This design comes from an exercise in tuning for small area, a short achievable clock period and few clock cycles on the open sky130 flow, not from production work. The RTL was checked by simulation tests, not by an equivalence proof against the original design. Power is estimated from default activity; no workload was simulated.

==> flow/design.v, too long to show whole: its modules and the start of the top module <==
// module clap_rec: 180 lines
// module clap_sq: 1260 lines
// module clap_stats: 158 lines
module clap_stats (
    input  wire        clk,
    input  wire        rst_n,
    input  wire [24:0] n_cfg,
    input  wire        in_valid,
    output reg         in_ready,
    input  wire        in_ok,
    input  wire [31:0] in_value,
    output wire        rec_valid,
    input  wire        rec_ready,
    output reg  [24:0] rec_n,
    output reg  [31:0] rec_missed,
    output wire [31:0] rec_mean,
    output reg  [31:0] rec_min,
    output reg  [31:0] rec_max,
    output wire [31:0] rec_sd
);
  // ...
==> flow/flow/run.sh <==
#!/bin/bash
# Standard layout, with the timing repair steps aiming for setup slack well
# above zero so that they shorten the critical paths (the clock period and
# all constraints stay as given).
set -euo pipefail
bash standard.sh SETUP_SLACK_MARGIN=14 finish > make_finish.log 2>&1
==> flow/standard.sh <==
#!/bin/bash
# synth_recipe.tcl (not shown) runs the flow's synth.tcl, then flattens the netlist and writes it again
# the make line also repeats each setting of config.mk as NAME=value (left out here)
make -C /OpenROAD-flow-scripts/flow DESIGN_CONFIG=/design/flow/config.mk WORK_HOME=/design/flow/orfs CLKGATE_MAP_FILE= SYNTH_SCRIPT=/design/flow/synth_recipe.tcl "${@:-finish}"
==> flow/config.mk <==
export PLATFORM = sky130hd
export DESIGN_NAME = clap_stats
export DESIGN_NICKNAME = clap_stats
export VERILOG_FILES = /design/flow/design.v
export SDC_FILE = /design/flow/constraint.sdc
export NUM_CORES = 4
export LEC_CHECK = 0
export CAP_MARGIN = 20
export CORE_MARGIN = 2
export CORE_UTILIZATION = 40
export SLEW_MARGIN = 20
==> flow/constraint.sdc <==
create_clock -name core_clock -period 20.0 [get_ports {clk}]
set_input_delay 4.0000 -clock core_clock [delete_from_list [all_inputs] [get_ports {clk}]]
set_output_delay 4.0000 -clock core_clock [all_outputs]
set_load 0.01 [all_outputs]
==> reports/summary.txt, run 1 <==
status: complete, no violations
setup TNS: 0 ns
Met2 Routed Length: 135,000 µm
Die H: 457 µm
Top Usage Layer GRT: met2
IR Drop Worst-Case VDD: 0.136 mV
ClkCell Share: 4.21%
Area after DPL: 0.0865 mm²
Final #Nets: 9,766
met2 usage: 43.7%
top post-synthesis cells by area: edfxtp_1, fa_1, ha_1
Main power group: combinational cells
Setup Fix Bufs, Post-CTS: 98
Synth Flop Type: edfxtp_1
Core Area: 0.204 mm²
Slew Viols, Final: 0
min-delay src: a_min[26]
clock transition at the registers of the reported paths: 0.06 ns
Post-DRT Antenna Nets: 0
clock latency on the worst-skew pair: 0.80 ns
Pwr Total: 14.4 mW
largest net degree at the start of global routing: 142
largest family of logic cells by synthesized area: adder cells
Vias/cell: 5.83
register area share after synthesis: 31.1%
CTS tree: built
sequential cells: 917
global-route wire length before repair: 429,000 µm
clk buf depth: 3
Mapped Cells: 8,599
seq pwr: 2.85 mW
CTS root buffer: clkbuf_16
post-synth top area cell: edfxtp_1
top layer in use: met5
simple-gate area share of the yosys netlist: 15.9%
Hold WS: 0.445 ns
GPL Wtd Cong: 0.946
Multi-In Gates: 6,340
fin crit period: 5.99 ns
Testbench counts, summed over its fixed seeds: cycles 79,940.
==> module clap_rec, before the edit <==
module clap_rec (
    input  wire        clk,
    input  wire        rst_n,
    input  wire        start,       
    input  wire        blocked,     
    output reg         xfer,        
    output wire        xfer_next,   
    output wire        take_blk,    
    input  wire [24:0] rec_n,
    input  wire [55:0] s_in,
    input  wire [63:0] ts_in,
    input  wire [63:0] tc_in,
    input  wire [23:0] th_in,
    input  wire [2:0]  ch_in,
    output wire        idle,
    output reg         rec_valid,
    input  wire        rec_ready,
    output wire [31:0] mean,
    output wire [31:0] sd
);
    localparam [3:0] S_IDLE = 4'd0, S_W1 = 4'd1, S_W2 = 4'd2, S_RES = 4'd3,
                     S_VMUL = 4'd4, S_SQI = 4'd5, S_SQRT = 4'd6, S_FIN = 4'd7,
                     S_OUT = 4'd8, S_BW = 4'd9;
    reg  [3:0]   st;
    reg  [5:0]   ctr;
    reg          ph_sqrt;        
    reg          ph_res;         
    reg  [2:0]   ch;             
    reg  [91:0]  x1;             
    reg  [87:0]  x2;             
    reg  [65:0]  sq;             
    reg  [24:0]  nq;             
    reg  [48:0]  dd;             
    reg  [24:0]  mrem;           
    reg  [31:0]  mq;             
    reg          sgn;            
    reg          pend;           
    reg          n_one, n_two, n_neg;    
    reg          s_one, s_two, s_pos;    
    assign idle      = (st == S_IDLE);
    assign take_blk  = (st == S_BW);
    assign xfer_next = (st == S_W1) | ((st == S_IDLE) & blocked);
    assign mean  = mq;
    assign sd    = sq[31:0];
    wire [55:0]  s_val = {mrem[23:0], mq};
    wire [92:0]  n_mag = n_one ? {5'd0, x2} : n_two ? {4'd0, x2, 1'b0} : 93'd0;
    wire [92:0]  s_mag = s_one ? {37'd0, s_val} : s_two ? {36'd0, s_val, 1'b0} : 93'd0;
    wire [92:0]  r4    = {{3{x2[87]}}, x2, sq[65:64]};      
    wire [48:0]  bd    = pend ? dd : 49'd0;
    wire [92:0]  p8    = {4'd0, x1[85:0], 3'b000};
    wire [92:0]  q_c   = sgn ? ~{42'd0, bd, 2'b00} : {43'd0, dd, 1'b0};
    wire [92:0]  q_e   = sgn ? ~{44'd0, dd} : {44'd0, dd};
    wire [92:0]  op_a = ph_sqrt ? r4                      : {x1[91], x1};
    wire [92:0]  op_b = ph_sqrt ? (sgn ? ~p8 : p8)        : (n_neg ? ~n_mag : n_mag);
    wire [92:0]  op_c = ph_sqrt ? q_c                     : (s_pos ? ~s_mag : s_mag) | {26'd0, (ph_res ? ch : 3'd0), 64'd0};
    wire [92:0]  op_e = ph_sqrt ? q_e                     : 93'd0;
    wire [1:0]   op_k = ph_sqrt ? {sgn, sgn} : {1'b0, n_neg} + {1'b0, s_pos};
    wire [92:0]  wsum = op_a + op_b + op_c + op_e + {91'd0, op_k};
    wire         ge   = ~wsum[92];
    wire [49:0]  p_lo = {1'b0, x1[47:0], 1'b0} + {1'b0, bd};
    wire [32:0]  p_hi = x1[80:48] + {32'd0, p_lo[49]};
    wire [24:0]  nm1    = rec_n - 25'd1;
    wire         mround = (ctr == 6'd32);      
    wire [25:0]  mtrial = {mrem, mq[31] & ~mround} - {1'b0, rec_n};
    wire         mge    = ~mtrial[25];
    wire [32:0]  troot;
    genvar gi;
    generate
        for (gi = 0; gi < 33; gi = gi + 1) begin : g_root
            assign troot[gi] = sq[2 * gi + 1];
        end
    endgenerate
    wire [31:0]  inc_in  = ph_sqrt ? mq  : troot[32:1];
    wire         inc_b   = ph_sqrt ? mge : troot[0];
    wire [31:0]  inc_out = inc_in + {31'd0, inc_b};
    wire [24:0]  d_add  = rec_n[24 - ctr[4:0]] ? nm1 : 25'd0;
    wire [25:0]  d_lo   = {1'b0, dd[23:0], 1'b0} + {1'b0, d_add};
    wire [23:0]  d_hi   = dd[47:24] + {23'd0, d_lo[25]};
    always @(posedge clk) begin
        if (!rst_n) begin
            st        <= S_IDLE;
            ph_sqrt   <= 1'b0;
            ph_res    <= 1'b0;
            xfer      <= 1'b0;
            rec_valid <= 1'b0;
        end else begin
            xfer   <= xfer_next;
            ph_res <= xfer;
            case (st)
                S_IDLE: if (blocked) st <= S_BW;
                        else if (start) st <= S_W1;
                S_BW:   st <= S_RES;
                S_W1:   st <= S_W2;
                S_W2:   st <= S_RES;
                S_RES:  begin st <= S_VMUL; ctr <= 6'd0; end
                S_VMUL: begin
                            ctr <= ctr + 6'd1;
                            if (ctr == 6'd28) st <= S_SQI;
                        end
                S_SQI:  begin st <= S_SQRT; ctr <= 6'd0; ph_sqrt <= 1'b1; end
                S_SQRT: begin
                            ctr <= ctr + 6'd1;
                            if (ctr == 6'd32) begin st <= S_FIN; ph_sqrt <= 1'b0; end
                        end
                S_FIN:  begin st <= S_OUT; rec_valid <= 1'b1; end
                S_OUT:  if (rec_ready) begin st <= S_IDLE; rec_valid <= 1'b0; end
                default: begin st <= S_IDLE; ph_sqrt <= 1'b0; end
            endcase
        end
    end
    task automatic set_n(input b1, input b0, input bm);
        begin
            n_one <= b0 ^ bm;
            n_two <= (b1 & ~b0 & ~bm) | (~b1 & b0 & bm);
            n_neg <= b1 & ~(b0 & bm);
        end
    endtask
    task automatic set_s(input b1, input b0, input bm);
        begin
            s_one <= b0 ^ bm;
            s_two <= (b1 & ~b0 & ~bm) | (~b1 & b0 & bm);
            s_pos <= ~b1 & (b0 | bm);
        end
    endtask
    always @(posedge clk) begin
        if (xfer) begin
            x1   <= {4'd0, th_in, ts_in};
            ch   <= ch_in;
            x2   <= {24'd0, tc_in};
            sq   <= {10'd0, s_in};
            dd   <= 49'd0;
            mrem <= {1'b0, s_in[55:32]};
            mq   <= s_in[31:0];
            n_one <= 1'b1; n_two <= 1'b0; n_neg <= 1'b0;
            s_one <= 1'b0; s_two <= 1'b0; s_pos <= 1'b0;
        end
        case (st)
            S_RES: begin
                x2 <= wsum[87:0];
                x1 <= 92'd0;
                nq <= rec_n;
                set_n(rec_n[1], rec_n[0], 1'b0);
                set_s(sq[1], sq[0], 1'b0);
            end
            S_VMUL: begin
                x1 <= {wsum[92], wsum[92:2]};
                sq <= {wsum[1:0], sq[65:2]};
                nq <= {2'b00, nq[24:2]};
                set_n(nq[3], nq[2], nq[1]);
                set_s(sq[3], sq[2], sq[1]);
                if (ctr < 6'd25)
                    dd <= {d_hi, d_lo[24:0]};
            end
            S_SQI: begin
                x2 <= {2'b00, x1[91:6]};
                sq <= {x1[5:0], sq[65:8], 2'b00};
                x1 <= 92'd0;
                sgn  <= 1'b1;
                pend <= 1'b0;
            end
            S_SQRT: begin
                x2 <= wsum[87:0];
                x1 <= {10'd0, p_hi, p_lo[48:0]};
                sgn  <= ge;
                pend <= ge;
                sq <= {sq[63:0], ge, 1'b0};
                if (!mround) begin
                    mrem <= mge ? mtrial[24:0] : {mrem[23:0], mq[31]};
                    mq   <= {mq[30:0], mge};
                end else begin
                    mq   <= inc_out;
                end
            end
            S_FIN: begin
                sq[31:0] <= (rec_n == 25'd1) ? 32'd0 : inc_out;
            end
            default: ;
        endcase
    end
endmodule
==> run 2, diff against run 1 <==
--- a/flow/design.v
+++ b/flow/design.v
@@ -20,7 +20,7 @@
 );
     localparam [3:0] S_IDLE = 4'd0, S_W1 = 4'd1, S_W2 = 4'd2, S_RES = 4'd3,
                      S_VMUL = 4'd4, S_SQI = 4'd5, S_SQRT = 4'd6, S_FIN = 4'd7,
-                     S_OUT = 4'd8, S_BW = 4'd9;
+                     S_OUT = 4'd8, S_BW = 4'd9, S_FIN2 = 4'd10;
     reg  [3:0]   st;
     reg  [5:0]   ctr;
     reg          ph_sqrt;        
@@ -30,9 +30,11 @@
     reg  [87:0]  x2;             
     reg  [65:0]  sq;             
     reg  [24:0]  nq;             
+    reg  [24:0]  nd;             
     reg  [48:0]  dd;             
     reg  [24:0]  mrem;           
     reg  [31:0]  mq;             
+    reg          mrnd;           
     reg          sgn;            
     reg          pend;           
     reg          n_one, n_two, n_neg;    
@@ -45,9 +47,9 @@
     wire [55:0]  s_val = {mrem[23:0], mq};
     wire [92:0]  n_mag = n_one ? {5'd0, x2} : n_two ? {4'd0, x2, 1'b0} : 93'd0;
     wire [92:0]  s_mag = s_one ? {37'd0, s_val} : s_two ? {36'd0, s_val, 1'b0} : 93'd0;
-    wire [92:0]  r4    = {{3{x2[87]}}, x2, sq[65:64]};      
+    wire [92:0]  r4    = {x1[89], x1[89:0], sq[65:64]};     
     wire [48:0]  bd    = pend ? dd : 49'd0;
-    wire [92:0]  p8    = {4'd0, x1[85:0], 3'b000};
+    wire [92:0]  p8    = {4'd0, x2[85:0], 3'b000};
     wire [92:0]  q_c   = sgn ? ~{42'd0, bd, 2'b00} : {43'd0, dd, 1'b0};
     wire [92:0]  q_e   = sgn ? ~{44'd0, dd} : {44'd0, dd};
     wire [92:0]  op_a = ph_sqrt ? r4                      : {x1[91], x1};
@@ -57,8 +59,8 @@
     wire [1:0]   op_k = ph_sqrt ? {sgn, sgn} : {1'b0, n_neg} + {1'b0, s_pos};
     wire [92:0]  wsum = op_a + op_b + op_c + op_e + {91'd0, op_k};
     wire         ge   = ~wsum[92];
-    wire [49:0]  p_lo = {1'b0, x1[47:0], 1'b0} + {1'b0, bd};
-    wire [32:0]  p_hi = x1[80:48] + {32'd0, p_lo[49]};
+    wire [49:0]  p_lo = {1'b0, x2[47:0], 1'b0} + {1'b0, bd};
+    wire [32:0]  p_hi = x2[80:48] + {32'd0, p_lo[49]};
     wire [24:0]  nm1    = rec_n - 25'd1;
     wire         mround = (ctr == 6'd32);      
     wire [25:0]  mtrial = {mrem, mq[31] & ~mround} - {1'b0, rec_n};
@@ -70,12 +72,14 @@
             assign troot[gi] = sq[2 * gi + 1];
         end
     endgenerate
-    wire [31:0]  inc_in  = ph_sqrt ? mq  : troot[32:1];
-    wire         inc_b   = ph_sqrt ? mge : troot[0];
+    wire         in_fin  = (st == S_FIN);
+    wire [31:0]  inc_in  = in_fin ? mq   : troot[32:1];
+    wire         inc_b   = in_fin ? mrnd : troot[0];
     wire [31:0]  inc_out = inc_in + {31'd0, inc_b};
-    wire [24:0]  d_add  = rec_n[24 - ctr[4:0]] ? nm1 : 25'd0;
+    wire [24:0]  d_add  = nd[24] ? nm1 : 25'd0;
     wire [25:0]  d_lo   = {1'b0, dd[23:0], 1'b0} + {1'b0, d_add};
-    wire [23:0]  d_hi   = dd[47:24] + {23'd0, d_lo[25]};
+    wire [23:0]  d_hp1  = dd[47:24] + 24'd1;
+    wire [23:0]  d_hi   = d_lo[25] ? d_hp1 : dd[47:24];
     always @(posedge clk) begin
         if (!rst_n) begin
             st        <= S_IDLE;
@@ -95,14 +99,14 @@
                 S_RES:  begin st <= S_VMUL; ctr <= 6'd0; end
                 S_VMUL: begin
                             ctr <= ctr + 6'd1;
-                            if (ctr == 6'd28) st <= S_SQI;
+                            if (ctr == 6'd31) begin st <= S_SQRT; ctr <= 6'd0; ph_sqrt <= 1'b1; end
                         end
-                S_SQI:  begin st <= S_SQRT; ctr <= 6'd0; ph_sqrt <= 1'b1; end
                 S_SQRT: begin
                             ctr <= ctr + 6'd1;
                             if (ctr == 6'd32) begin st <= S_FIN; ph_sqrt <= 1'b0; end
                         end
-                S_FIN:  begin st <= S_OUT; rec_valid <= 1'b1; end
+                S_FIN:  st <= S_FIN2;
+                S_FIN2: begin st <= S_OUT; rec_valid <= 1'b1; end
                 S_OUT:  if (rec_ready) begin st <= S_IDLE; rec_valid <= 1'b0; end
                 default: begin st <= S_IDLE; ph_sqrt <= 1'b0; end
             endcase
@@ -139,6 +143,7 @@
                 x2 <= wsum[87:0];
                 x1 <= 92'd0;
                 nq <= rec_n;
+                nd <= rec_n;
                 set_n(rec_n[1], rec_n[0], 1'b0);
                 set_s(sq[1], sq[0], 1'b0);
             end
@@ -148,19 +153,18 @@
                 nq <= {2'b00, nq[24:2]};
                 set_n(nq[3], nq[2], nq[1]);
                 set_s(sq[3], sq[2], sq[1]);
+                nd <= {nd[23:0], 1'b0};
                 if (ctr < 6'd25)
                     dd <= {d_hi, d_lo[24:0]};
-            end
-            S_SQI: begin
-                x2 <= {2'b00, x1[91:6]};
-                sq <= {x1[5:0], sq[65:8], 2'b00};
-                x1 <= 92'd0;
-                sgn  <= 1'b1;
-                pend <= 1'b0;
+                if (ctr == 6'd31) begin
+                    x2   <= 88'd0;
+                    sgn  <= 1'b1;
+                    pend <= 1'b0;
+                end
             end
             S_SQRT: begin
-                x2 <= wsum[87:0];
-                x1 <= {10'd0, p_hi, p_lo[48:0]};
+                x1 <= wsum[91:0];
+                x2 <= {6'd0, p_hi, p_lo[48:0]};
                 sgn  <= ge;
                 pend <= ge;
                 sq <= {sq[63:0], ge, 1'b0};
@@ -168,10 +172,13 @@
                     mrem <= mge ? mtrial[24:0] : {mrem[23:0], mq[31]};
                     mq   <= {mq[30:0], mge};
                 end else begin
-                    mq   <= inc_out;
+                    mrnd <= mge;
                 end
             end
             S_FIN: begin
+                mq <= inc_out;
+            end
+            S_FIN2: begin
                 sq[31:0] <= (rec_n == 25'd1) ? 32'd0 : inc_out;
             end
             default: ;
==> flow/flow/run.sh (replaced) <==
#!/bin/bash
# Standard layout, with the timing repair steps aiming for setup slack well
# above zero so that they shorten the critical paths (the clock period and
# all constraints stay as given).
set -euo pipefail
bash standard.sh SETUP_SLACK_MARGIN=14.5 finish > make_finish.log 2>&1
==> reports/summary.txt, run 2 <==
Post-DRT Antenna Nets: 0 (unchanged)
number of buffers created by CTS: 111 (was 110)
top post-synthesis cells by area: edfxtp_1, fa_1, dfxtp_1 (was edfxtp_1, fa_1, ha_1)
CP Launch Type: flip-flop (unchanged)
DIE WIDTH: 455 µm (was 457 µm)
CTS Hold Bufs: 0 (unchanged)
Avg WL per Cell: 24.9 µm (was 25.5 µm)
Largest regs: u_rec.x1 (92), u_rec.x2 (88), u_rec.sq (66) (was u_rec.x1 (91), u_rec.x2 (88), u_rec.sq (66))
io pins: 249 (unchanged)
largest net degree at the start of global routing: 141 (was 142)
final wirelength: 285,000 µm (was 292,000 µm)
Synth top area share: 22.8% (was 26.1%)
synthesized area per cell: 9.58 µm² (was 9.53 µm²)
layout cells sized above 1: 15.6% (was 8.97%)
FP Rows: 165 (was 166)
Vias/cell: 5.78 (was 5.83)
Slew headroom: 21.1% (was 28.3%)
Largest register FFs: 92 (was 91)
Hold WS: 0.449 ns (was 0.445 ns)
register area share after synthesis: 30.8% (was 31.1%)
max cap viols: 0 (unchanged)
clk buf depth: 3 (unchanged)
count leader, synth: nand2_1 (was inv_1)
Final Setup Violations: 0 (unchanged)
Final #Nets: 9,799 (was 9,766)
Fin Clk Skew: 0.0966 ns (was 0.0926 ns)
syn nets: 9,605 (was 9,702)
final period utilization: 28.1% (was 29.9%)
Starting DRT DRC Count: 6,246 (was 6,687)
library cells used by synthesis: 114 (was 106)
min-delay src: a_min[7] (was a_min[26])
clk sinks: 944 (was 917)
setup TNS: 0 ns (unchanged)
fin crit period: 5.62 ns (was 5.99 ns)
most instantiated cells after synthesis: nand2_1, inv_1, fa_1, edfxtp_1, and2_1 (was inv_1, edfxtp_1, nand2_1, fa_1, o21ai_0)
Synth Warn #: 2 (unchanged)
status: complete, no violations (unchanged)
Synth Cell Area: 0.0814 mm² (was 0.0819 mm²)
GPL Wtd Cong: 0.946 (about the same)
clock latency on the worst-skew pair: 0.82 ns (was 0.80 ns)
critical path required time: 20.47 ns (was 20.68 ns)
worst r2r path cells: 23 (was 34)
worst-path fanout max: 12 (was 4)
Core Area: 0.202 mm² (was 0.204 mm²)
# DRC: 0 (unchanged)
IR Drop Worst-Case VDD: 0.116 mV (was 0.136 mV)
CP endpoint: u_rec.x1[79] (was u_rec.dd[31])
global-route wire length before repair: 423,000 µm (was 429,000 µm)
Worst Path Arrival: 6.09 ns (was 6.67 ns)
most frequent cells in the layout: nand2_1, inv_1, fa_1, edfxtp_1, and2_1 (was inv_1, edfxtp_1, nand2_1, fa_1, nor2_1)
most flop-heavy register: u_rec.x1 (unchanged)
DIE AREA: 0.207 mm² (was 0.208 mm²)
maximum clock rate: 0.178 GHz (was 0.167 GHz)
WS Path Type: reg -> reg (unchanged)
Max H-tree Level: 3 (unchanged)
Yosys reg bits: 944 (was 917)
r2r setup slk: 14.38 ns (was 14.01 ns)
Slew Viols, Final: 0 (unchanged)
clock transition at the registers of the reported paths: 0.06 ns (about the same)
unrepaired setup endpoints after global routing: true (unchanged)
initial antenna violation count: 9 (was 15)
final hold vios: 0 (unchanged)
Die H: 455 µm (was 457 µm)
EDFF count, synth: 619 (was 712)
Mapped Cells: 8,502 (was 8,599)
Overall Global Routing Usage: 26.8% (was 27.0%)
class of the worst hold path: reg -> reg (unchanged)
residual overflow from global routing: 0 (unchanged)
RR Startpoint: u_rec.n_one (was u_rec.ctr[0])
Async S/R FF share, synth: 0% (unchanged)
Pre-antenna DRT Iters: 9 (was 5)
Layout area overhead: 18.1% (was 14.1%)
reg-to-reg critical path endpoint: u_rec.x1[79] (was u_rec.dd[31])
Initial Util: 40.2% (was 40.1%)
power per cell area: 123 mW/mm² (was 154 mW/mm²)
worst-margin pin slew: 1.18 ns (was 1.07 ns)
CTS tree: built (unchanged)
DP HPWL: 196,000 µm (was 207,000 µm)
vias in the first global route: 66,200 (was 66,900)
post-synth top area cell: edfxtp_1 (unchanged)
static leakage: 37.7 nW (was 36.5 nW)
Port Buffers: 248 (unchanged)
Critical Path Start: u_rec.n_one (was u_rec.ctr[0])
CTS root buffer: clkbuf_16 (unchanged)
DR vias: 66,300 (was 66,800)
commonest non-fill, non-tap cell in the layout: nand2_1 (was inv_1)
Critical Path End Type: flip-flop (unchanged)
Synth Flop Type: edfxtp_1 (unchanged)
-- run 2: cell count changes after synthesis, moves of 62 or more --
| cell | delta |
|---|---|
| nand2_1 | +94 |
| edfxtp_1 | -93 |
| nand3_1 | -65 |
| o221ai_1 | +105 |
| inv_1 | -65 |
| dfxtp_1 | +120 |
| nor2_1 | -62 |
-- run 2: power breakdown --
group / switching (mW) / total, mW / internal, mW / leakage (nW)
sequential: 0.406 / 2.82 / 2.41 / 8.45
combinational: 4.02 / 6.79 / 2.77 / 27.4
clock: 0.922 / 2.19 / 1.27 / 1.91
total: 5.35 / 11.8 / 6.44 / 37.7
-- run 2: cell families after synthesis --
family,share of synthesized area (%)
mux,3.09
buf+inv,6.14
flops,30.8
fa+ha+maj,22.4
simple gates,15.4
compound gates,14.4
xor+xnor,7.78
-- run 2: through the flow --
| stage | std cells | setup slack [ns] | area, µm² | util [%] | power, mW |
|---|---|---|---|---|---|
| 6_report | 11500 | 14.38 | 96100 | 47.5 | 11.8 |
| 2_1_floorplan | 8502 | 14.07 | 81500 | - | 6.26 |
| 3_3_place_gp | 11000 | 12.98 | 85900 | 42.5 | 8.04 |
| 4_1_cts | 11400 | 14.37 | 93700 | 46.3 | 11.0 |
| 5_1_grt | 11500 | 14.26 | 96100 | 47.5 | 12.4 |
| 3_5_place_dp | 11000 | 12.86 | 85900 | 42.5 | 8.09 |
-- run 2: critical path: stages (launching register included) --
cell and delay [ns]:
edfxtp_1 0.42, buf_12 0.17, nor2b_4 0.15, buf_12 0.16
buf_6 0.15, buf_16 0.17, a22oi_1 0.09, xor2_1 0.16
o21ai_1 0.19, fa_1 0.44, fa_1 0.57, ha_4 0.25
clkbuf_2 0.17, a21oi_4 0.21, o21bai_1 0.14, a21oi_2 0.22
a31oi_1 0.11, a211oi_2 0.28, o31ai_4 0.16, a31o_4 0.31
a21oi_4 0.24, o21ai_2 0.10, xnor2_2 0.29, o221ai_1 0.15
-- run 2: how the worst min path moves through the flow --
stage / to / slack (ns) / cells after the start
6_report: rec_min[7] / 0.45 / 0
5_1_grt: rec_min[7] / 0.46 / 0
4_1_cts: rec_min[7] / 0.45 / 0
3_5_place_dp: rec_min[7] / 0.43 / 0
3_3_place_gp: rec_min[15] / 0.43 / 0
2_1_floorplan: u_rec.ch[0] / 0.41 / 0
-- run 2: final cells by class --
class / instances / area [µm²]
repair buffers: 647 / 6280
diodes: 7 / 17.5
clock inverters: 69 / 860
fillers: 18800 / 106000
well taps: 2672 / 3340
clock buffers: 143 / 3080
multi-input cells: 6267 / 54600
flip-flops and latches: 944 / 25200
inverters: 725 / 2740
-- run 2: timing repair --
action | CTS | global route
pin swaps | 112 | 171
resized for setup | 1087 | 360
setup endpoints to repair | 377 | 153
gates cloned | 24 | 4
buffers inserted | 182 | 93
-- run 2: per-layer routing --
layer	wire, µm	part of all wire, %	up-vias	GRT usage, %
met4	12600	4.4	4	10.6
met1	120000	42	33500	36.5
met2	132000	46	2600	43.3
met3	20100	7.0	586	3.69
li1	-	-	29600	-
met5	24	0.0084	-	0
Testbench counts of run 2, summed over its fixed seeds: cycles 80,314.
==> run 3, diff against run 2 <==
--- a/flow/design.v
+++ b/flow/design.v
@@ -29,9 +29,7 @@
     reg  [91:0]  x1;             
     reg  [87:0]  x2;             
     reg  [65:0]  sq;             
-    reg  [24:0]  nq;             
-    reg  [24:0]  nd;             
-    reg  [48:0]  dd;             
+    reg  [51:0]  dd;             
     reg  [24:0]  mrem;           
     reg  [31:0]  mq;             
     reg          mrnd;           
@@ -48,10 +46,11 @@
     wire [92:0]  n_mag = n_one ? {5'd0, x2} : n_two ? {4'd0, x2, 1'b0} : 93'd0;
     wire [92:0]  s_mag = s_one ? {37'd0, s_val} : s_two ? {36'd0, s_val, 1'b0} : 93'd0;
     wire [92:0]  r4    = {x1[89], x1[89:0], sq[65:64]};     
-    wire [48:0]  bd    = pend ? dd : 49'd0;
+    wire [48:0]  dv    = dd[48:0];
+    wire [48:0]  bd    = pend ? dv : 49'd0;
     wire [92:0]  p8    = {4'd0, x2[85:0], 3'b000};
-    wire [92:0]  q_c   = sgn ? ~{42'd0, bd, 2'b00} : {43'd0, dd, 1'b0};
-    wire [92:0]  q_e   = sgn ? ~{44'd0, dd} : {44'd0, dd};
+    wire [92:0]  q_c   = sgn ? ~{42'd0, bd, 2'b00} : {43'd0, dv, 1'b0};
+    wire [92:0]  q_e   = sgn ? ~{44'd0, dv} : {44'd0, dv};
     wire [92:0]  op_a = ph_sqrt ? r4                      : {x1[91], x1};
     wire [92:0]  op_b = ph_sqrt ? (sgn ? ~p8 : p8)        : (n_neg ? ~n_mag : n_mag);
     wire [92:0]  op_c = ph_sqrt ? q_c                     : (s_pos ? ~s_mag : s_mag) | {26'd0, (ph_res ? ch : 3'd0), 64'd0};
@@ -76,10 +75,8 @@
     wire [31:0]  inc_in  = in_fin ? mq   : troot[32:1];
     wire         inc_b   = in_fin ? mrnd : troot[0];
     wire [31:0]  inc_out = inc_in + {31'd0, inc_b};
-    wire [24:0]  d_add  = nd[24] ? nm1 : 25'd0;
-    wire [25:0]  d_lo   = {1'b0, dd[23:0], 1'b0} + {1'b0, d_add};
-    wire [23:0]  d_hp1  = dd[47:24] + 24'd1;
-    wire [23:0]  d_hi   = d_lo[25] ? d_hp1 : dd[47:24];
+    wire [27:0]  d_mag  = n_one ? {3'd0, nm1} : n_two ? {2'd0, nm1, 1'b0} : 28'd0;
+    wire [27:0]  d_sum  = {{2{dd[51]}}, dd[51:26]} + (n_neg ? ~d_mag : d_mag) + {27'd0, n_neg};
     always @(posedge clk) begin
         if (!rst_n) begin
             st        <= S_IDLE;
@@ -132,7 +129,6 @@
             ch   <= ch_in;
             x2   <= {24'd0, tc_in};
             sq   <= {10'd0, s_in};
-            dd   <= 49'd0;
             mrem <= {1'b0, s_in[55:32]};
             mq   <= s_in[31:0];
             n_one <= 1'b1; n_two <= 1'b0; n_neg <= 1'b0;
@@ -142,20 +138,20 @@
             S_RES: begin
                 x2 <= wsum[87:0];
                 x1 <= 92'd0;
-                nq <= rec_n;
-                nd <= rec_n;
+                dd <= {27'd0, rec_n};
                 set_n(rec_n[1], rec_n[0], 1'b0);
                 set_s(sq[1], sq[0], 1'b0);
             end
             S_VMUL: begin
                 x1 <= {wsum[92], wsum[92:2]};
                 sq <= {wsum[1:0], sq[65:2]};
-                nq <= {2'b00, nq[24:2]};
-                set_n(nq[3], nq[2], nq[1]);
+                if (ctr < 6'd12)
+                    set_n(dd[3], dd[2], dd[1]);
+                else
+                    set_n(1'b0, 1'b0, 1'b0);
                 set_s(sq[3], sq[2], sq[1]);
-                nd <= {nd[23:0], 1'b0};
-                if (ctr < 6'd25)
-                    dd <= {d_hi, d_lo[24:0]};
+                if (ctr < 6'd13)
+                    dd <= {d_sum[27:2], d_sum[1:0], dd[25:2]};
                 if (ctr == 6'd31) begin
                     x2   <= 88'd0;
                     sgn  <= 1'b1;
==> reports/summary.txt, run 3 <==
Area after DPL: 0.0840 mm² (was 0.0859 mm²)
CP Launch Type: flip-flop (unchanged)
GPL Wtd Cong: 0.964 (was 0.946)
DP HPWL: 191,000 µm (was 196,000 µm)
IR Drop Worst-Case VDD: 0.192 mV (was 0.116 mV)
Max H-tree Level: 3 (unchanged)
clk sinks: 898 (was 944)
most frequent cells in the layout: inv_1, fa_1, nand2_1, edfxtp_1, and2_1 (was nand2_1, inv_1, fa_1, edfxtp_1, and2_1)
Post-DRT Antenna Nets: 0 (unchanged)
most instantiated cells after synthesis: inv_1, fa_1, nand2_1, edfxtp_1, o21ai_0 (was nand2_1, inv_1, fa_1, edfxtp_1, and2_1)
Synth Cell Area: 0.0792 mm² (was 0.0814 mm²)
unrepaired setup endpoints after global routing: true (unchanged)
global-route wire length before repair: 415,000 µm (was 423,000 µm)
Synth Warn #: 2 (unchanged)
static leakage: 36.4 nW (was 37.7 nW)
min-delay src: a_min[8] (was a_min[7])
power per cell area: 177 mW/mm² (was 123 mW/mm²)
Async S/R FF share, synth: 0% (unchanged)
Pre-antenna DRT Iters: 6 (was 9)
fillers: 18,400 (was 18,800)
largest net degree at the start of global routing: 153 (was 141)
r2r setup slk: 14.34 ns (was 14.38 ns)
worst-path fanout max: 6 (was 12)
FP Rows: 163 (was 165)
clock transition at the registers of the reported paths: 0.07 ns (was 0.06 ns)
number of buffers created by CTS: 107 (was 111)
initial antenna violation count: 7 (was 9)
synthesized area per cell: 9.65 µm² (was 9.58 µm²)
Mapped Cells: 8,211 (was 8,502)
EDFF count, synth: 622 (was 619)
Avg WL per Cell: 24.9 µm (about the same)
CTS tree: built (unchanged)
CP max-delay cell: fa_1 (unchanged)
Slew Viols, Final: 0 (unchanged)
RR Startpoint: u_rec.n_two (was u_rec.n_one)
WS Path Type: reg -> reg (unchanged)
Initial Util: 40.2% (about the same)
library cells used by synthesis: 90 (was 114)
register area share after synthesis: 30.5% (was 30.8%)
CTS Hold Bufs: 0 (unchanged)
Pwr Total: 16.5 mW (was 11.8 mW)
Die H: 449 µm (was 455 µm)
Slew headroom: 22.8% (was 21.1%)
layout cells sized above 1: 14.4% (was 15.6%)
DR vias: 64,500 (was 66,300)
setup TNS: 0 ns (unchanged)
residual overflow from global routing: 0 (unchanged)
class of the worst hold path: reg -> reg (unchanged)
Vias/cell: 5.79 (was 5.78)
count leader, synth: inv_1 (was nand2_1)
worst-margin pin slew: 1.16 ns (was 1.18 ns)
max cap viols: 0 (unchanged)
# DRC: 0 (unchanged)
crit path setup slack, layout: 14.34 ns (was 14.38 ns)
fin cells: 11,200 (was 11,500)
DIE AREA: 0.202 mm² (was 0.207 mm²)
final hold vios: 0 (unchanged)
commonest non-fill, non-tap cell in the layout: inv_1 (was nand2_1)
Largest register FFs: 92 (unchanged)
clock latency on the worst-skew pair: 0.80 ns (was 0.82 ns)
Synth top area share: 23.6% (was 22.8%)
Worst Path Arrival: 6.16 ns (was 6.09 ns)
CP max stage delay: 0.56 ns (was 0.57 ns)
final period utilization: 28.3% (was 28.1%)
status: complete, no violations (unchanged)
Core Area: 0.197 mm² (was 0.202 mm²)
top post-synthesis cells by area: edfxtp_1, fa_1, dfxtp_1 (unchanged)
worst path cell trace: nor2b_4 > buf_12 > buf_16 > buf_4 > a22oi_1 > xor2_1 > o21ai_2 > fa_1 > fa_1 > ha_4 > a21oi_1 > o21ai_1 > a21o_1 > a211oi_1 > o31a_1 > a21o_4 > o31a_1 > buf_12 > o31ai_4 > a21oi_2 > xnor2_2 > buf_6 > o2bb2ai_1 (was buf_12 > nor2b_4 > buf_12 > buf_6 > buf_16 > a22oi_1 > xor2_1 > o21ai_1 > fa_1 > fa_1 > ha_4 > clkbuf_2 > a21oi_4 > o21bai_1 > a21oi_2 > a31oi_1 > a211oi_2 > o31ai_4 > a31o_4 > a21oi_4 > o21ai_2 > xnor2_2 > o221ai_1)
most flop-heavy register: u_rec.x1 (unchanged)
final wirelength: 278,000 µm (was 285,000 µm)
post-synth top area cell: edfxtp_1 (unchanged)
Layout area overhead: 17.7% (was 18.1%)
vias in the first global route: 65,400 (was 66,200)
Placement Setup Slack: 12.08 ns (was 12.86 ns)
Largest regs: u_rec.x1 (92), u_rec.x2 (88), u_rec.sq (66) (unchanged)
maximum clock rate: 0.177 GHz (was 0.178 GHz)
Final #Nets: 9,525 (was 9,799)
Final Setup Violations: 0 (unchanged)
fin crit period: 5.66 ns (was 5.62 ns)
syn nets: 9,315 (was 9,605)
Final Cell Area: 0.0933 mm² (was 0.0961 mm²)
Synth Flop Type: edfxtp_1 (unchanged)
CTS root buffer: clkbuf_16 (unchanged)
io pins: 249 (unchanged)
clk buf depth: 3 (unchanged)
Starting DRT DRC Count: 6,614 (was 6,246)
Port Buffers: 248 (unchanged)
DIE WIDTH: 449 µm (was 455 µm)
Critical Path End Type: flip-flop (unchanged)
Critical Path Start: u_rec.n_two (was u_rec.n_one)
placed cells: 10,700 (was 11,000)
critical path required time: 20.50 ns (was 20.47 ns)
Overall Global Routing Usage: 26.8% (about the same)
Yosys reg bits: 898 (was 944)
Fin Clk Skew: 0.0687 ns (was 0.0966 ns)
run 3: cell count changes in the layout (fill, tap and decap cells not counted), moves of 22 or more:
cell / before / now
a22oi_1: 212 / 185
xor2_1: 306 / 334
dfxtp_1: 282 / 224
a21oi_1: 290 / 244
buf_2: 77 / 47
nand3b_1: 57 / 9
nand2_1: 778 / 659
clkdlybuf4s15_1: 52 / 74
nand3_1: 102 / 135
run 3: repair_timing:
item                                    in CTS  in global routing
gates cloned                                19                  4
pin swaps                                   88                118
setup buffers                              191                 72
endpoints found under the setup margin     365                160
resized for setup                          912                344
endpoints found under the hold margin        0                  0
run 3: final timing paths:
check                                     to  depth (start not counted)
worst max register to register  u_rec.x1[91]                         23
worst max-delay path            u_rec.x1[91]                         23
worst min register to register    rec_min[8]                          0
worst min-delay path              rec_min[8]                          0
run 3: kinds of logic (layout without fill, tap and decap cells):
group	count (synthesis)	count (layout)	synth area share (%)
other	0	2	0
multiplexers	239	239	3.13
buffers and inverters	1246	1543	6.08
AND/OR/NAND/NOR	2324	2328	14.6
flip-flops	898	898	30.5
XOR/XNOR	748	748	8.29
adder cells (fa/ha/maj)	1042	1042	23.0
AO/OA/AOI/OAI	1714	1714	14.3
run 3: where the power goes:
group | switching (mW) | internal [mW]
Combinational | 6.78 | 4.76
Sequential | 0.491 | 2.44
Clock | 0.872 | 1.18
Total | 8.14 | 8.37
run 3: layer usage:
| layer | wire [µm] | global-route usage [%] | vias up |
|---|---|---|---|
| li1 | - | - | 28700 |
| met1 | 114000 | 35.1 | 32500 |
| met2 | 129000 | 43.6 | 2690 |
| met3 | 20400 | 4.19 | 618 |
| met4 | 14600 | 12.1 | 6 |
| met5 | 40 | 0 | - |
run 3: layout make-up:
class | count | area, µm² | share of cell area, %
Antenna cell | 2 | 5.00 | 0.00537
Clock buffer | 155 | 3120 | 3.35
Clock inverter | 45 | 552 | 0.592
Inverter | 717 | 2710 | 2.91
Multi-Input combinational cell | 6071 | 53300 | 57.2
Sequential cell | 898 | 24400 | 26.1
Tap cell | 2640 | 3300 | 3.54
Timing Repair Buffer | 625 | 5880 | 6.31
Timing Repair inverter | 1 | 5.00 | 0.00537
run 3: worst max-delay path, delay by kind of cell (launching register included):
kind	cells	cell delay [ns]
compound gates	12	2.26
xor+xnor	2	0.36
fa+ha+maj	3	1.36
buf+inv	5	0.73
flops	1	0.46
simple gates	1	0.18
run 3: stage by stage:
step                utilization (%)  hold slack (ns)
finish                         47.3            0.443
global route                   47.3            0.455
CTS                            46.3            0.447
detailed placement             42.6            0.432
global placement               42.6            0.431
floorplan                         -            0.415
Testbench counts of run 3, summed over its fixed seeds: cycles 80,314.
==> run 4, diff against run 3 <==
==> flow/flow/run.sh (replaced) <==
#!/bin/bash
# Standard layout, with the timing repair steps aiming for setup slack well
# above zero so that they shorten the critical paths (the clock period and
# all constraints stay as given).
set -euo pipefail
bash standard.sh SETUP_SLACK_MARGIN=14.4 finish > make_finish.log 2>&1
--- a/flow/config.mk
+++ b/flow/config.mk
@@ -8,4 +8,5 @@
 export CAP_MARGIN = 20
 export CORE_MARGIN = 2
 export CORE_UTILIZATION = 40
+export PLACE_DENSITY = 0.7
 export SLEW_MARGIN = 20
==> reports/summary.txt, run 4 <==
final wirelength: 275,000 µm (was 278,000 µm)
most instantiated cells after synthesis: inv_1, fa_1, nand2_1, edfxtp_1, o21ai_0 (unchanged)
CTS Hold Bufs: 0 (unchanged)
static leakage: 36.0 nW (was 36.4 nW)
Port Buffers: 248 (unchanged)
FP Rows: 163 (unchanged)
Starting DRT DRC Count: 6,946 (was 6,614)
Synth Cell Area: 0.0792 mm² (unchanged)
clk sinks: 898 (unchanged)
power per cell area: 170 mW/mm² (was 177 mW/mm²)
clk buf depth: 3 (unchanged)
final hold vios: 0 (unchanged)
Slew headroom: 23.0% (was 22.8%)
Layout area overhead: 16.7% (was 17.7%)
area of the multi-input gates: 0.0530 mm² (was 0.0533 mm²)
# DRC: 0 (unchanged)
DIE WIDTH: 449 µm (unchanged)
Vias/cell: 5.90 (was 5.79)
CP Launch Type: flip-flop (unchanged)
Pint: 7.88 mW (was 8.37 mW)
Mapped Cells: 8,211 (unchanged)
largest net degree at the start of global routing: 95 (was 153)
Avg WL per Cell: 24.8 µm (was 24.9 µm)
worst-margin pin slew: 1.15 ns (was 1.16 ns)
register area share after synthesis: 30.5% (unchanged)
Initial Util: 40.2% (unchanged)
Worst Hold Depth: 0 (unchanged)
post-synth top area cell: edfxtp_1 (unchanged)
DIE AREA: 0.202 mm² (unchanged)
Core Area: 0.197 mm² (unchanged)
Overall Global Routing Usage: 26.4% (was 26.8%)
Synth Warn #: 2 (unchanged)
min-delay src: a_max[4] (was a_min[8])
top post-synthesis cells by area: edfxtp_1, fa_1, dfxtp_1 (unchanged)
Critical Path End Type: flip-flop (unchanged)
critical path required time: 20.47 ns (was 20.50 ns)
Synth top area share: 23.6% (unchanged)
maximum clock rate: 0.176 GHz (was 0.177 GHz)
final period utilization: 28.4% (was 28.3%)
worst r2r path cells: 21 (was 23)
fillers: 18,100 (was 18,400)
Post-DRT Antenna Nets: 0 (unchanged)
fin crit period: 5.69 ns (was 5.66 ns)
count leader, synth: inv_1 (unchanged)
Slew Viols, Final: 0 (unchanged)
Core Util, Final: 46.9% (was 47.3%)
crit path setup slack, layout: 14.31 ns (was 14.34 ns)
Final Setup Violations: 0 (unchanged)
residual overflow from global routing: 0 (unchanged)
Critical Path Start: u_rec.s_one (was u_rec.n_two)
Max H-tree Level: 3 (unchanged)
Placement Setup Slack: 12.15 ns (was 12.08 ns)
Yosys reg bits: 898 (unchanged)
global-route wire length before repair: 410,000 µm (was 415,000 µm)
Net Switching: 7.86 mW (was 8.14 mW)
clock group share of total power: 12.6% (was 12.4%)
unrepaired setup endpoints after global routing: true (unchanged)
number of buffers created by CTS: 102 (was 107)
GPL Wtd Cong: 0.975 (was 0.964)
most flop-heavy register: u_rec.x1 (unchanged)
RR Startpoint: u_rec.s_one (was u_rec.n_two)
io pins: 249 (unchanged)
syn nets: 9,315 (unchanged)
Fin Clk Skew: 0.0747 ns (was 0.0687 ns)
setup TNS: 0 ns (unchanged)
Pre-antenna DRT Iters: 8 (was 6)
WS Path Type: reg -> reg (unchanged)
most frequent cells in the layout: inv_1, fa_1, nand2_1, edfxtp_1, and2_1 (unchanged)
library cells used by synthesis: 90 (unchanged)
Reg power frac: 18.9% (was 17.7%)
Largest regs: u_rec.x1 (92), u_rec.x2 (88), u_rec.sq (66) (unchanged)
layout cells sized above 1: 12.9% (was 14.4%)
Largest register FFs: 92 (unchanged)
clock latency on the worst-skew pair: 0.78 ns (was 0.80 ns)
Net Sw Frac: 49.9% (was 49.3%)
Async S/R FF share, synth: 0% (unchanged)
Final #Nets: 9,457 (was 9,525)
Die H: 449 µm (unchanged)
DR vias: 65,400 (was 64,500)
CTS root buffer: clkbuf_16 (unchanged)
vias in the first global route: 66,400 (was 65,400)
sequential cell area: 0.0243 mm² (was 0.0244 mm²)
Synth Flop Type: edfxtp_1 (unchanged)
class of the worst hold path: reg -> reg (unchanged)
clock transition at the registers of the reported paths: 0.07 ns (about the same)
IR Drop Worst-Case VDD: 0.139 mV (was 0.192 mV)
status: complete, no violations (unchanged)
synthesized area per cell: 9.65 µm² (unchanged)
combinational power share: 68.5% (was 69.8%)
Worst Path Arrival: 6.16 ns (about the same)
max cap viols: 0 (unchanged)
DP HPWL: 189,000 µm (was 191,000 µm)
CTS tree: built (unchanged)
initial antenna violation count: 9 (was 7)
worst-path fanout max: 7 (was 6)
commonest non-fill, non-tap cell in the layout: inv_1 (unchanged)
EDFF count, synth: 622 (unchanged)
==> run 4: cell counts after synthesis <==
Identical to the previous run, type by type.
==> run 4: per-stage QoR <==
step           cells  power [mW]  hold WS [ns]  instance area (µm²)
5_1_grt        11100        16.6         0.448                92500
2_1_floorplan   8211        8.72         0.415                79400
4_1_cts        11000        14.2         0.445                90200
6_report       11100        15.7         0.444                92500
3_5_place_dp   10700        11.5         0.433                83900
3_3_place_gp   10700        11.5         0.433                83900
==> run 4: per-layer routing <==
metal / routed length [µm] / vias to the layer above / global-route usage, %
met5: 10 / - / 0
met4: 18600 / 2 / 15.1
met3: 24500 / 818 / 4.85
met2: 126000 / 3342 / 42.2
met1: 105000 / 32700 / 33.4
li1: - / 28500 / -
==> run 4: worst paths after layout <==
check            endpoint  slack [ns]
max          u_rec.x1[78]       14.31
min            rec_max[4]        0.44
max reg2reg  u_rec.x1[78]       14.31
min reg2reg    rec_max[4]        0.44
==> run 4: power groups by stage <==
| stage | registers [mW] | clock network [mW] | logic, mW |
|---|---|---|---|
| after floorplan | 2.66 | 0 | 6.06 |
| after global placement | 2.96 | 0 | 8.50 |
| after detailed placement | 2.96 | 0 | 8.57 |
| after CTS | 2.93 | 2.00 | 9.31 |
| after global routing | 2.99 | 2.07 | 11.6 |
| final | 2.98 | 1.98 | 10.8 |
==> run 4: repair_timing <==
item	in CTS	in global routing
gates cloned	24	4
pin swaps	53	148
gates resized for setup	578	400
setup buffers	118	71
setup endpoints to repair	359	126
==> run 4: kinds of logic after synthesis <==
group | Yosys count | share of synthesized area, %
buffers and inverters | 1246 | 6.08
multiplexers | 239 | 3.13
adder cells (fa/ha/maj) | 1042 | 23.0
AO/OA/AOI/OAI | 1714 | 14.3
flip-flops | 898 | 30.5
AND/OR/NAND/NOR | 2324 | 14.6
XOR/XNOR | 748 | 8.29
==> run 4: critical path, stage by stage (launching register included) <==
cell	delay (ns)
edfxtp_1	0.44
buf_12	0.16
nor2b_4	0.17
buf_6	0.15
buf_16	0.14
a22oi_2	0.07
xnor2_1	0.16
o21ai_1	0.22
fa_1	0.47
fa_2	0.60
ha_4	0.22
o211ai_1	0.23
a21oi_2	0.08
o41a_1	0.45
or3b_1	0.39
a41o_4	0.29
o2111ai_4	0.31
nand2_2	0.13
a21oi_4	0.24
o21bai_4	0.09
xnor2_2	0.21
o221ai_1	0.15
==> run 4: layout make-up <==
cell class / count / share of cell area (%)
clock buffer: 126 / 3.00
tap: 2640 / 3.57
antenna: 1 / 0.00271
timing repair buffer: 565 / 6.03
clock inverter: 65 / 0.786
inverter: 717 / 2.93
timing repair inverter: 1 / 0.00541
multi-input combinational: 6068 / 57.4
sequential: 898 / 26.3
==> run 5, diff against run 4 <==
--- a/flow/config.mk
+++ b/flow/config.mk
@@ -7,6 +7,5 @@
 export LEC_CHECK = 0
 export CAP_MARGIN = 20
 export CORE_MARGIN = 2
-export CORE_UTILIZATION = 40
-export PLACE_DENSITY = 0.7
+export CORE_UTILIZATION = 55
 export SLEW_MARGIN = 20
==> reports/summary.txt, run 5 <==
Max H-tree Level: 3 (unchanged)
Vias/cell: 6.26 (was 5.90)
Layout area overhead: 16.9% (was 16.7%)
Final #Nets: 9,468 (was 9,457)
count leader, synth: inv_1 (unchanged)
fin crit period: 5.75 ns (was 5.69 ns)
CP Launch Type: flip-flop (unchanged)
status: complete, no violations (unchanged)
power per cell area: 178 mW/mm² (was 170 mW/mm²)
CTS root buffer: clkbuf_16 (unchanged)
number of buffers created by CTS: 106 (was 102)
DIE WIDTH: 384 µm (was 449 µm)
DP HPWL: 188,000 µm (was 189,000 µm)
Hold WS: 0.442 ns (was 0.444 ns)
library cells used by synthesis: 90 (unchanged)
top post-synthesis cells by area: edfxtp_1, fa_1, dfxtp_1 (unchanged)
Starting DRT DRC Count: 5,998 (was 6,946)
Port Buffers: 248 (unchanged)
Initial Util: 55.3% (was 40.2%)
static leakage: 36.4 nW (was 36.0 nW)
critical path required time: 20.48 ns (was 20.47 ns)
final period utilization: 28.8% (was 28.4%)
post-synth top area cell: edfxtp_1 (unchanged)
vias in the first global route: 64,500 (was 66,400)
DR vias: 64,800 (was 65,400)
# DRC: 0 (unchanged)
max cap viols: 0 (unchanged)
unrepaired setup endpoints after global routing: true (unchanged)
sequential cell area: 0.0243 mm² (about the same)
maximum clock rate: 0.174 GHz (was 0.176 GHz)
Placement Setup Slack: 11.99 ns (was 12.15 ns)
largest net degree at the start of global routing: 154 (was 95)
synthesized area per cell: 9.65 µm² (unchanged)
Die H: 384 µm (was 449 µm)
Mapped Cells: 8,211 (unchanged)
clk sinks: 898 (unchanged)
DIE AREA: 0.147 mm² (was 0.202 mm²)
setup TNS: 0 ns (unchanged)
Post-DRT Antenna Nets: 0 (unchanged)
final wirelength: 275,000 µm (about the same)
worst-path fanout max: 6 (was 7)
Largest register FFs: 92 (unchanged)
Worst Path Arrival: 6.24 ns (was 6.16 ns)
Slew headroom: 24.7% (was 23.0%)
WS Path Type: reg -> reg (unchanged)
EDFF count, synth: 622 (unchanged)
class of the worst hold path: reg -> reg (unchanged)
Overall Global Routing Usage: 36.6% (was 26.4%)
area of the multi-input gates: 0.0536 mm² (was 0.0530 mm²)
Async S/R FF share, synth: 0% (unchanged)
Synth Flop Type: edfxtp_1 (unchanged)
final hold vios: 0 (unchanged)
clk buf depth: 3 (unchanged)
Core Area: 0.143 mm² (was 0.197 mm²)
IR Drop Worst-Case VDD: 0.191 mV (was 0.139 mV)
Fin Clk Skew: 0.0593 ns (was 0.0747 ns)
layout cells sized above 1: 13.4% (was 12.9%)
most frequent cells in the layout: inv_1, fa_1, nand2_1, edfxtp_1, and2_1 (unchanged)
register area share after synthesis: 30.5% (unchanged)
Pre-antenna DRT Iters: 9 (was 8)
Synth top area share: 23.6% (unchanged)
Yosys reg bits: 898 (unchanged)
FP Rows: 139 (was 163)
Synth Warn #: 2 (unchanged)
CTS tree: built (unchanged)
GPL Wtd Cong: 0.971 (was 0.975)
Synth Cell Area: 0.0792 mm² (unchanged)
crit path setup slack, layout: 14.25 ns (was 14.31 ns)
Pwr Total: 16.5 mW (was 15.7 mW)
Largest regs: u_rec.x1 (92), u_rec.x2 (88), u_rec.sq (66) (unchanged)
commonest non-fill, non-tap cell in the layout: inv_1 (unchanged)
syn nets: 9,315 (unchanged)
most flop-heavy register: u_rec.x1 (unchanged)
most instantiated cells after synthesis: inv_1, fa_1, nand2_1, edfxtp_1, o21ai_0 (unchanged)
residual overflow from global routing: 0 (unchanged)
clock latency on the worst-skew pair: 0.77 ns (was 0.78 ns)
n_diodes: 0 (was 1)
global-route wire length before repair: 407,000 µm (was 410,000 µm)
initial antenna violation count: 5 (was 9)
fillers: 11,800 (was 18,100)
Slew Viols, Final: 0 (unchanged)
worst-margin pin slew: 1.13 ns (was 1.15 ns)
Avg WL per Cell: 26.5 µm (was 24.8 µm)
io pins: 249 (unchanged)
Final Setup Violations: 0 (unchanged)
Critical Path End Type: flip-flop (unchanged)
clock transition at the registers of the reported paths: 0.06 ns (was 0.07 ns)
## run 5: changes by cell type in the layout (fill, tap and decap cells not counted), sizes merged, moves of 2 or more
| cell | change |
|---|---|
| bufbuf | +3 |
| clkinvlp | -3 |
| inv | +5 |
| clkinv | -5 |
| clkdlybuf4s15 | +3 |
| clkbuf | +21 |
| dlygate4sd2 | -2 |
| buf | -3 |
## run 5: path summary, 6_finish.rpt
kind | end | depth (start not counted) | slack [ns] | start
max reg2reg | u_rec.x1[87] | 23 | 14.25 | u_rec.s_one
min reg2reg | rec_min[31] | 0 | 0.44 | a_min[31]
min | rec_min[31] | 0 | 0.44 | a_min[31]
max | u_rec.x1[87] | 23 | 14.25 | u_rec.s_one
## run 5: critical path, cell delays in order (launching register included)
cell and delay, ns:
edfxtp_1 0.44, buf_12 0.16, nor2b_4 0.12, buf_6 0.11, buf_12 0.11, a22oi_2 0.06
xnor2_1 0.13, nand2_1 0.09, o21ai_2 0.07, fa_1 0.57, fa_1 0.45, ha_1 0.31
nor2b_4 0.13, o31a_1 0.34, o311ai_4 0.38, a2111oi_4 0.14, buf_6 0.17, o2111ai_4 0.25
nand2_4 0.11, a41o_4 0.29, a21o_4 0.22, a2111oi_4 0.41, nor3_2 0.09, a221o_1 0.29
## run 5: kinds of logic (layout without fill, tap and decap cells)
| group | after synthesis | after routing | synth area share, % |
|---|---|---|---|
| XOR/XNOR | 748 | 748 | 8.29 |
| adder cells (fa/ha/maj) | 1042 | 1042 | 23.0 |
| flip-flops | 898 | 898 | 30.5 |
| buffers and inverters | 1246 | 1492 | 6.08 |
| AND/OR/NAND/NOR | 2324 | 2325 | 14.6 |
| multiplexers | 239 | 239 | 3.13 |
| AO/OA/AOI/OAI | 1714 | 1714 | 14.3 |
## run 5: what timing repair did
item                                    in CTS  in global routing
pin swaps                                   55                128
setup buffers                              124                 76
gates resized for setup                    618                420
cloned                                      21                  8
endpoints found under the setup margin     363                125
hold buffers                                 0                  0
## run 5: layer usage
metal | share of wire (%) | global-route usage [%] | up-vias
met5 | 0.0047 | 0 | -
met4 | 5.2 | 15.7 | 2
met3 | 8.3 | 6.11 | 682
met2 | 46 | 58.5 | 3065
met1 | 40 | 49.2 | 32500
li1 | - | - | 28600
## run 5: report_power, final
part / internal, mW / leakage [nW] / total (mW) / switching [mW]
clock network: 1.21 / 1.84 / 2.10 / 0.894
registers: 2.43 / 7.99 / 2.98 / 0.550
logic: 4.63 / 26.6 / 11.4 / 6.76
total: 8.28 / 36.4 / 16.5 / 8.21
## run 5: final cells by class
class,instances,share of cell area [%]
repair buffers,572,6.30
repair inverters,1,0.00540
inverters,717,2.92
multi-input cells,6068,57.8
flip-flops and latches,898,26.3
well taps,1903,2.57
clock inverters,61,0.798
clock buffers,141,3.31
## run 5: through the flow
step / util [%] / instance area [µm²] / std cells
6_report: 64.6 / 92600 / 10400
5_1_grt: 64.6 / 92600 / 10400
4_1_cts: 62.7 / 89800 / 10300
3_5_place_dp: 57.9 / 83000 / 9929
3_3_place_gp: 57.9 / 83000 / 9928
2_1_floorplan: - / 79400 / 8211
==> run 6, diff against run 5 <==
==> flow/config.mk (replaced) <==
export PLATFORM = sky130hd
export DESIGN_NAME = clap_stats
export DESIGN_NICKNAME = clap_stats
export VERILOG_FILES = /design/flow/design.v
export SDC_FILE = /design/flow/constraint.sdc
export NUM_CORES = 4
export LEC_CHECK = 0
export CAP_MARGIN = 5
export CORE_MARGIN = 2
export CORE_UTILIZATION = 40
export PLACE_DENSITY = 0.7
export SLEW_MARGIN = 5
==> reports/summary.txt, run 6 <==
status: complete, no violations (unchanged)
maximum clock rate: 0.176 GHz (was 0.174 GHz)
met1 Use GR: 33.4% (was 49.2%)
CP max-delay cell: fa_2 (was fa_1)
DIE WIDTH: 449 µm (was 384 µm)
most instantiated cells after synthesis: inv_1, fa_1, nand2_1, edfxtp_1, o21ai_0 (unchanged)
CP max stage delay: 0.60 ns (was 0.57 ns)
worst-path fanout max: 7 (was 6)
Area after DPL: 0.0839 mm² (was 0.0830 mm²)
Synth top area share: 23.6% (unchanged)
Max H-tree Level: 3 (unchanged)
Synth Flop Type: edfxtp_1 (unchanged)
post-synth top area cell: edfxtp_1 (unchanged)
synthesized area per cell: 9.65 µm² (unchanged)
most flop-heavy register: u_rec.x1 (unchanged)
Worst Path Arrival: 6.15 ns (was 6.24 ns)
Pre-antenna DRT Iters: 8 (was 9)
count leader, synth: inv_1 (unchanged)
Layout area overhead: 16.4% (was 16.9%)
EDFF count, synth: 622 (unchanged)
top post-synthesis cells by area: edfxtp_1, fa_1, dfxtp_1 (unchanged)
critical path required time: 20.47 ns (was 20.48 ns)
static leakage: 35.9 nW (was 36.4 nW)
# DRC: 0 (unchanged)
final period utilization: 28.4% (was 28.8%)
fillers: 18,200 (was 11,800)
clock latency on the worst-skew pair: 0.78 ns (was 0.77 ns)
GPL Wtd Cong: 0.975 (was 0.971)
Synth Warn #: 2 (unchanged)
Pwr Total: 15.6 mW (was 16.5 mW)
power per cell area: 169 mW/mm² (was 178 mW/mm²)
Overall Global Routing Usage: 26.4% (was 36.6%)
Slew headroom: 20.9% (was 24.7%)
worst-margin pin slew: 1.19 ns (was 1.13 ns)
setup TNS: 0 ns (unchanged)
Yosys reg bits: 898 (unchanged)
DIE AREA: 0.202 mm² (was 0.147 mm²)
global-route wire length before repair: 410,000 µm (was 407,000 µm)
fin crit period: 5.69 ns (was 5.75 ns)
IR Drop Worst-Case VDD: 0.138 mV (was 0.191 mV)
Largest regs: u_rec.x1 (92), u_rec.x2 (88), u_rec.sq (66) (unchanged)
commonest non-fill, non-tap cell in the layout: inv_1 (unchanged)
layout cells sized above 1: 12.5% (was 13.4%)
FP Rows: 163 (was 139)
crit path setup slack, layout: 14.31 ns (was 14.25 ns)
Mapped Cells: 8,211 (unchanged)
DP HPWL: 189,000 µm (was 188,000 µm)
register area share after synthesis: 30.5% (unchanged)
Top Usage Layer GRT: met2 (unchanged)
vias in the first global route: 66,400 (was 64,500)
Port Buffers: 248 (unchanged)
clock transition at the registers of the reported paths: 0.07 ns (was 0.06 ns)
Fin Clk Skew: 0.0704 ns (was 0.0593 ns)
largest net degree at the start of global routing: 95 (was 154)
Initial Util: 40.2% (was 55.3%)
Synth Cell Area: 0.0792 mm² (unchanged)
area of the multi-input gates: 0.0529 mm² (was 0.0536 mm²)
placed cells: 10,700 (was 9,929)
Starting DRT DRC Count: 6,720 (was 5,998)
most frequent cells in the layout: inv_1, fa_1, nand2_1, edfxtp_1, and2_1 (unchanged)
library cells used by synthesis: 90 (unchanged)
Final Setup Violations: 0 (unchanged)
CTS tree: built (unchanged)
met2 usage: 42.2% (was 58.5%)
residual overflow from global routing: 0 (unchanged)
Slew Viols, Final: 0 (unchanged)
WS Path Type: reg -> reg (unchanged)
initial antenna violation count: 8 (was 5)
Post-DRT Antenna Nets: 0 (unchanged)
met3 global-route usage: 4.85% (was 6.11%)
Core Util, Final: 46.8% (was 64.6%)
worst path cell trace: buf_12 > nor2b_4 > buf_6 > buf_16 > a22oi_2 > xnor2_1 > o21ai_1 > fa_1 > fa_2 > ha_4 > o211ai_1 > a21oi_2 > o41a_1 > or3b_1 > a41o_4 > o2111ai_4 > nand2_2 > a21oi_4 > o21bai_4 > xnor2_2 > o221ai_1 (was buf_12 > nor2b_4 > buf_6 > buf_12 > a22oi_2 > xnor2_1 > nand2_1 > o21ai_2 > fa_1 > fa_1 > ha_1 > nor2b_4 > o31a_1 > o311ai_4 > a2111oi_4 > buf_6 > o2111ai_4 > nand2_4 > a41o_4 > a21o_4 > a2111oi_4 > nor3_2 > a221o_1)
final wirelength: 274,000 µm (was 275,000 µm)
Hold WS: 0.442 ns (about the same)
DR vias: 65,200 (was 64,800)
sequential cell area: 0.0243 mm² (about the same)
Die H: 449 µm (was 384 µm)
max cap viols: 0 (unchanged)
Placement Setup Slack: 12.15 ns (was 11.99 ns)
unrepaired setup endpoints after global routing: true (unchanged)
fin cells: 11,100 (was 10,400)
Final #Nets: 9,442 (was 9,468)
clk buf depth: 3 (unchanged)
Vias/cell: 5.89 (was 6.26)
number of buffers created by CTS: 102 (was 106)
final hold vios: 0 (unchanged)
class of the worst hold path: reg -> reg (unchanged)
CP Launch Type: flip-flop (unchanged)
Async S/R FF share, synth: 0% (unchanged)
clk sinks: 898 (unchanged)
Critical Path End Type: flip-flop (unchanged)
Core Area: 0.197 mm² (was 0.143 mm²)
CTS root buffer: clkbuf_16 (unchanged)
syn nets: 9,315 (unchanged)
Largest register FFs: 92 (unchanged)
io pins: 249 (unchanged)
Avg WL per Cell: 24.8 µm (was 26.5 µm)
Final Cell Area: 0.0922 mm² (was 0.0926 mm²)
[run 6: cell counts after synthesis]
Identical to the previous run, type by type.
[run 6: cell type report]
class | count | area share [%]
Timing Repair inverter | 1 | 0.00543
Clock inverter | 65 | 0.788
Sequential cell | 898 | 26.4
Inverter | 717 | 2.94
Clock buffer | 126 | 3.01
Timing Repair Buffer | 550 | 5.88
Multi-Input combinational cell | 6068 | 57.4
Tap cell | 2640 | 3.58
Antenna cell | 3 | 0.00814
[run 6: cells by family after synthesis]
| kind of cell | Yosys count | synth area share, % |
|---|---|---|
| AO/OA/AOI/OAI | 1714 | 14.3 |
| multiplexers | 239 | 3.13 |
| XOR/XNOR | 748 | 8.29 |
| adder cells (fa/ha/maj) | 1042 | 23.0 |
| flip-flops | 898 | 30.5 |
| AND/OR/NAND/NOR | 2324 | 14.6 |
| buffers and inverters | 1246 | 6.08 |
[run 6: worst paths after layout]
check / startpoint / end / slack [ns] / cells past startpoint
worst max-delay path: u_rec.s_one / u_rec.x1[78] / 14.31 / 21
worst min-delay path: a_max[4] / rec_max[4] / 0.44 / 0
worst max register to register: u_rec.s_one / u_rec.x1[78] / 14.31 / 21
worst min register to register: a_max[4] / rec_max[4] / 0.44 / 0
[run 6: critical path, delay by kind of cell, from the launching register on]
| kind | cells | cell delay, ns |
|---|---|---|
| compound gates | 10 | 2.10 |
| fa+ha+maj | 3 | 1.30 |
| simple gates | 3 | 0.69 |
| buf+inv | 3 | 0.45 |
| flops | 1 | 0.44 |
| xor+xnor | 2 | 0.37 |
[run 6: power breakdown]
group | switching, mW | internal (mW) | leakage [nW]
registers | 0.541 | 2.44 | 7.99
clock network | 0.858 | 1.12 | 1.69
logic | 6.40 | 4.20 | 26.2
total | 7.80 | 7.76 | 35.9
[run 6: layer usage]
| metal | vias up | routed length, µm |
|---|---|---|
| met4 | 0 | 18900 |
| li1 | 28500 | - |
| met3 | 827 | 24500 |
| met1 | 32500 | 105000 |
| met5 | - | 0 |
| met2 | 3421 | 125000 |
[run 6: timing repair]
item | in CTS | in global routing
cloned | 24 | 3
hold buffers | 0 | 0
gates resized for setup | 578 | 377
setup endpoints to repair | 359 | 126
buffers inserted | 118 | 58
pin swaps | 53 | 112

## what the ideal ports hide
In the flow no input, the clock included, has a driving cell. The finished layouts below were timed again as built, in two steps. Step 1 (the two cells are an assumption about what drives the block):
set clk [get_ports {clk}]
set_driving_cell -lib_cell sky130_fd_sc_hd__clkbuf_16 $clk
set_driving_cell -lib_cell sky130_fd_sc_hd__buf_2 [delete_from_list [all_inputs] $clk]
Step 2 also shifts input and output timing later by t, the mid clock arrival at the registers, as if the neighbouring blocks saw the same clock. Slacks: no drivers / after step 1 / after step 2; pairs: no drivers / after step 1.
| run | t, ns | setup WS [ns] | clock arrival spread, ns | worst register clock-pin slew, ns | worst data-port slew with drivers (ns) |
|---|---|---|---|---|---|
| run 1 | 0.843 | 14.014 / 13.950 / 13.580 | 0.094 / 0.093 | 0.08 / 0.08 | 0.06 |
| run 2 | 0.855 | 14.381 / 14.381 / 13.778 | 0.097 / 0.097 | 0.08 / 0.08 | 0.07 |
| run 3 | 0.861 | 14.342 / 14.342 / 13.803 | 0.069 / 0.069 | 0.07 / 0.07 | 0.05 |
| run 4 | 0.838 | 14.310 / 14.310 / 13.703 | 0.075 / 0.075 | 0.07 / 0.07 | 0.05 |
| run 5 | 0.834 | 14.247 / 14.247 / 13.719 | 0.064 / 0.064 | 0.07 / 0.07 | 0.06 |
| run 6 | 0.835 | 14.312 / 14.312 / 13.678 | 0.071 / 0.070 | 0.07 / 0.07 | 0.05 |
After both steps every run listed still meets setup and hold. For run 6, which loses most, drivers alone change the setup slack by 0.000 ns; drivers and shift together by -0.634 ns.
